From an optimization exercise on the open Yosys and OpenROAD flow, aimed at small area, a short achievable clock period and few clock cycles; shortcuts taken in it are not production practice.
At most, simulation tests tie the RTL to the original design; equivalence was not proved.
Power is estimated from default activity; no workload was simulated.

## the baseline
Design mac_seq_tile, start of the top module:
module mac_seq_tile (
    input  wire        clk,
    input  wire        rst,
    input  wire        start,
    input  wire        a_signed,
    input  wire        b_signed,
    input  wire [30:0] ag0_cfg,
    input  wire [30:0] ag1_cfg,
    output wire        busy,
    output reg         done,
    output wire [5:0]  i_addr,
    input  wire [31:0] i_rdata,
    output wire [7:0]  x_addr,
    output wire        x_we,
    output wire [15:0] x_wdata,
    input  wire [15:0] x_rdata,
    output wire [7:0]  y_addr,
    output wire        y_we,
    output wire [15:0] y_wdata,
    input  wire [15:0] y_rdata,
    output reg  [39:0] acc,
    output reg  [15:0] out,
    output reg  [3:0]  bx,
    output reg         ovf,
    output reg         fault,
    output reg  [1:0]  fault_code,
    output reg  [5:0]  pc
);
Size in the first run: about 4,700 cells after synthesis, ~560 flip-flops, about 260 I/O pins, about 42,000 µm² of cells after synthesis.
Settings: LEC_CHECK=0, CAP_MARGIN=20, CORE_MARGIN=2, CORE_UTILIZATION=55, PLACE_DENSITY=0.72, SLEW_MARGIN=20; clock period 20.0 ns.
standard.sh (not shown) runs the stock make flow with config.mk's settings and CLKGATE_MAP_FILE= SYNTH_SCRIPT=/design/flow/synth_recipe.tcl, a recipe that flattens the netlist after the stock synthesis.
==> flow/flow/run.sh <==
#!/bin/bash
# The standard layout (the standard flow's synthesis, floorplan, placement, CTS and routing),
# with repair_timing asked for 14 ns more setup slack than the clock period needs,
# so that the tools size the critical paths for speed. The design, its synthesis,
# clock and constraints are the standard flow's; each run's output goes to its own log.
set -euo pipefail
bash standard.sh synth > synth.log 2>&1
bash standard.sh SETUP_SLACK_MARGIN=14 TNS_END_PERCENT=20 finish > layout.log 2>&1
The baseline finished every step from synthesis to the final layout, and the layout passed the timing, design-rule and antenna checks.
Testbench counts of the baseline, summed over its fixed seeds: cycles 38,434.
[inputs] the candidate vs the baseline
Settings: PLACE_DENSITY no longer set, was 0.72; CORE_UTILIZATION now 40, was 55.
[summary]
Synthesized area came out exactly the same in the baseline and the candidate. Well tap count: the baseline and the candidate compared, lower one is the baseline. NOTE: period utilization in the candidate falls short of that of the baseline. Highest achievable clock rate in the candidate vs the baseline: up 1.5 MHz. The candidate went all the way through synthesis, placement and routing and the layout is clean on timing, DRC and antenna.


Setup of the reference run:
Another version of the RTL of mac_seq_tile (not shown whole).
Size: about 260 I/O pins.
clock: 20.0 ns
lec_check: 0
cap_margin: 20
core_margin: 2
core_utilization: 40
slew_margin: 20
==> flow/flow/run.sh <==
#!/bin/bash
# The standard layout (the standard flow's synthesis, floorplan, placement, CTS and routing),
# with two changes to how the layout is made:
#  - repair_timing is asked for 14 ns more setup slack than the clock period
#    needs, so that the tools size the critical paths for speed;
#  - the port buffers are buf_4 cells (the standard flow picks clkdlybuf4s50_1,
#    a delay cell). Every input and output port still gets its buffer.
# The design, its synthesis, clock and constraints are the standard flow's; each run's
# output goes to its own log.
set -euo pipefail
bash standard.sh synth > synth.log 2>&1
bash standard.sh SETUP_SLACK_MARGIN=14 TNS_END_PERCENT=20 \
    "BUFFER_PORTS_ARGS=-buffer_cell sky130_fd_sc_hd__buf_4" finish > layout.log 2>&1
The reference run | status: complete | timing, DRC, antenna: pass
Relative to the reference run, the following input files were edited for the trial run:
-- flow/flow/run.sh --
<<< the reference run, line 6
#  - the port buffers are buf_4 cells (the standard flow picks clkdlybuf4s50_1,
>>> the trial run, line 6
#  - the port buffers are buf_2 cells (the standard flow picks clkdlybuf4s50_1,
<<< the reference run, line 13
    "BUFFER_PORTS_ARGS=-buffer_cell sky130_fd_sc_hd__buf_4" finish > layout.log 2>&1
>>> the trial run, line 13
    "BUFFER_PORTS_ARGS=-buffer_cell sky130_fd_sc_hd__buf_2" finish > layout.log 2>&1
The sequential cell area share in the trial run was higher than what the reference run gave.
The reference run -> the trial run: cell area after layout decreased by a few percent
Taking the reference run as the reference, in the trial run number of buffers outside the clock class in the layout lower, via count higher, top achievable clock speed higher, clock share of power lower, routed wirelength normalized by instance count roughly the same.
Of the two candidates, the reference run has the worse total power draw and the trial run the better one.
No functional check of the RTL was part of any run of this note.

--- another note on this design; it stands on its own ---

==> run a <==
## mac_seq_tile
module mac_seq_tile (
    input  wire        clk,
    input  wire        rst,
    input  wire        start,
    input  wire        a_signed,
    input  wire        b_signed,
    input  wire [30:0] ag0_cfg,
    input  wire [30:0] ag1_cfg,
    output wire        busy,
    output reg         done,
    output wire [5:0]  i_addr,
    input  wire [31:0] i_rdata,
    output wire [7:0]  x_addr,
    output wire        x_we,
    output wire [15:0] x_wdata,
    input  wire [15:0] x_rdata,
    output wire [7:0]  y_addr,
    output wire        y_we,
    output wire [15:0] y_wdata,
    input  wire [15:0] y_rdata,
    output reg  [39:0] acc,
    output reg  [15:0] out,
    output reg  [3:0]  bx,
    output reg         ovf,
    output reg         fault,
    output reg  [1:0]  fault_code,
    output reg  [5:0]  pc
);
clock: 20.0 ns
lec_check: 0
cap_margin: 20
core_margin: 2
core_utilization: 40
slew_margin: 20
standard.sh (not shown) runs the stock make flow with config.mk's settings and CLKGATE_MAP_FILE= SYNTH_SCRIPT=/design/flow/synth_recipe.tcl, a recipe that flattens the netlist after the stock synthesis.
==> flow/flow/run.sh <==
#!/bin/bash
# The standard layout (the standard flow's synthesis, floorplan, placement, CTS and routing),
# with these changes to how the layout is made:
#  - repair_timing is asked for 14 ns more setup slack than the clock period
#    needs, so that the tools size the critical paths for speed;
#  - the port buffers are buf_2 cells (the standard flow picks clkdlybuf4s50_1,
#    a delay cell). Every input and output port still gets its buffer;
#  - clock tree synthesis adds no dummy load cells at the clock tree's leaves.
# The design, its synthesis, clock and constraints are the standard flow's; each run's
# output goes to its own log.
set -euo pipefail
bash standard.sh synth > synth.log 2>&1
bash standard.sh SETUP_SLACK_MARGIN=14 TNS_END_PERCENT=20 \
    "BUFFER_PORTS_ARGS=-buffer_cell sky130_fd_sc_hd__buf_2" \
    "CTS_ARGS=-sink_clustering_enable -repair_clock_nets -dont_use_dummy_load" \
    finish > layout.log 2>&1
==> inputs of run b, as changes to run a <==
==> flow/flow/run.sh (replaced) <==
#!/bin/bash
# The standard layout (the standard flow's synthesis, floorplan, placement, CTS and routing),
# with these changes to how the layout is made:
#  - repair_timing is asked for 14 ns more setup slack than the clock period
#    needs, so that the tools size the critical paths for speed;
#  - the port buffers are buf_2 cells (the standard flow picks clkdlybuf4s50_1,
#    a delay cell). Every input and output port still gets its buffer;
#  - clock tree synthesis adds no dummy load cells at the clock tree's leaves
#    and builds the tree from clkbuf_4 cells.
# The design, its synthesis, clock and constraints are the standard flow's; each run's
# output goes to its own log.
set -euo pipefail
bash standard.sh synth > synth.log 2>&1
bash standard.sh SETUP_SLACK_MARGIN=14 TNS_END_PERCENT=20 \
    "BUFFER_PORTS_ARGS=-buffer_cell sky130_fd_sc_hd__buf_2" \
    "CTS_ARGS=-sink_clustering_enable -repair_clock_nets -dont_use_dummy_load -buf_list sky130_fd_sc_hd__clkbuf_4" \
    finish > layout.log 2>&1
CORE_UTILIZATION = 48   (was 40)
==> summary.md <==
| Metric | Value |
|---|---|
| Pleak | `21.33 nW` |
| NumNets Final | `6018` |
| Total power | `4.591 mW` |
| # diodes | `10` |
| Design area | `~50000 um^2` |
| Status | `finished clean` |
| Hold Slack | `0.2666 ns` |
| Switch share | `39.61%` |
That was run b.
==> summary.md <==
| Metric | Value |
|---|---|
| Mux contribution to synthesized area | `9.390%` |
| Total power | `4.854 mW` |
| Setup crit start | `i_rdata[26]` |
| Die Y | `338.5 um` |
| Pleak | `approximately 22 nW` |
| Biggest Area Class | `multi-input combinational cells` |
| Flip-flop count of the largest register after layout | `40` |
| Design area | `51180 um^2` |
| # diodes | `8` |
| Core Util, Final | `a little under half` |
| Hold Slack | `between 0.3 and 0.4 ns` |
| Status | `finished clean` |
| NumNets Final | `5931` |
That was run a.
Testbench counts of run a, summed over its fixed seeds: cycles 36,613.
Testbench counts of run b, summed over its fixed seeds: cycles 36,613.

-- static timing again, ports no longer ideal --
The flow's constraints put no driver on any port. The routed layouts listed below were extracted and timed again, unchanged, in two steps.
Step 1 (the two cells are an assumption about what drives the block):
set clk [get_ports {clk}]
set_driving_cell -lib_cell sky130_fd_sc_hd__clkbuf_16 $clk
set_driving_cell -lib_cell sky130_fd_sc_hd__buf_2 [delete_from_list [all_inputs] $clk]
Step 2 also shifts input and output timing later by t, the mid clock arrival at the registers, as if the neighbouring blocks saw the same clock.
Three values: ideal, step 1, step 2; two values: the first two.
run | t, ns | setup WS [ns] | worst register clock-pin slew, ns | cell pins on the clock port's net
the baseline | 0.717 | 13.652 / 13.652 / 13.230 | 0.07 / 0.07 | 1
the candidate | 0.665 | 13.712 / 13.712 / 13.233 | 0.07 / 0.07 | 1
the reference run | 0.706 | 13.670 / 13.670 / 13.211 | 0.07 / 0.07 | 1
the trial run | 0.687 | 13.695 / 13.695 / 13.100 | 0.06 / 0.06 | 1
run a | 0.651 | 13.870 / 13.897 / 13.245 | 0.07 / 0.07 | 1
run b | 1.037 | 13.749 / 13.758 / 12.745 | 0.07 / 0.07 | 1
After both steps every run listed still meets setup and hold. The setup slack of run b, which loses most, moves by +0.009 ns with the drivers and by -1.004 ns with both steps.
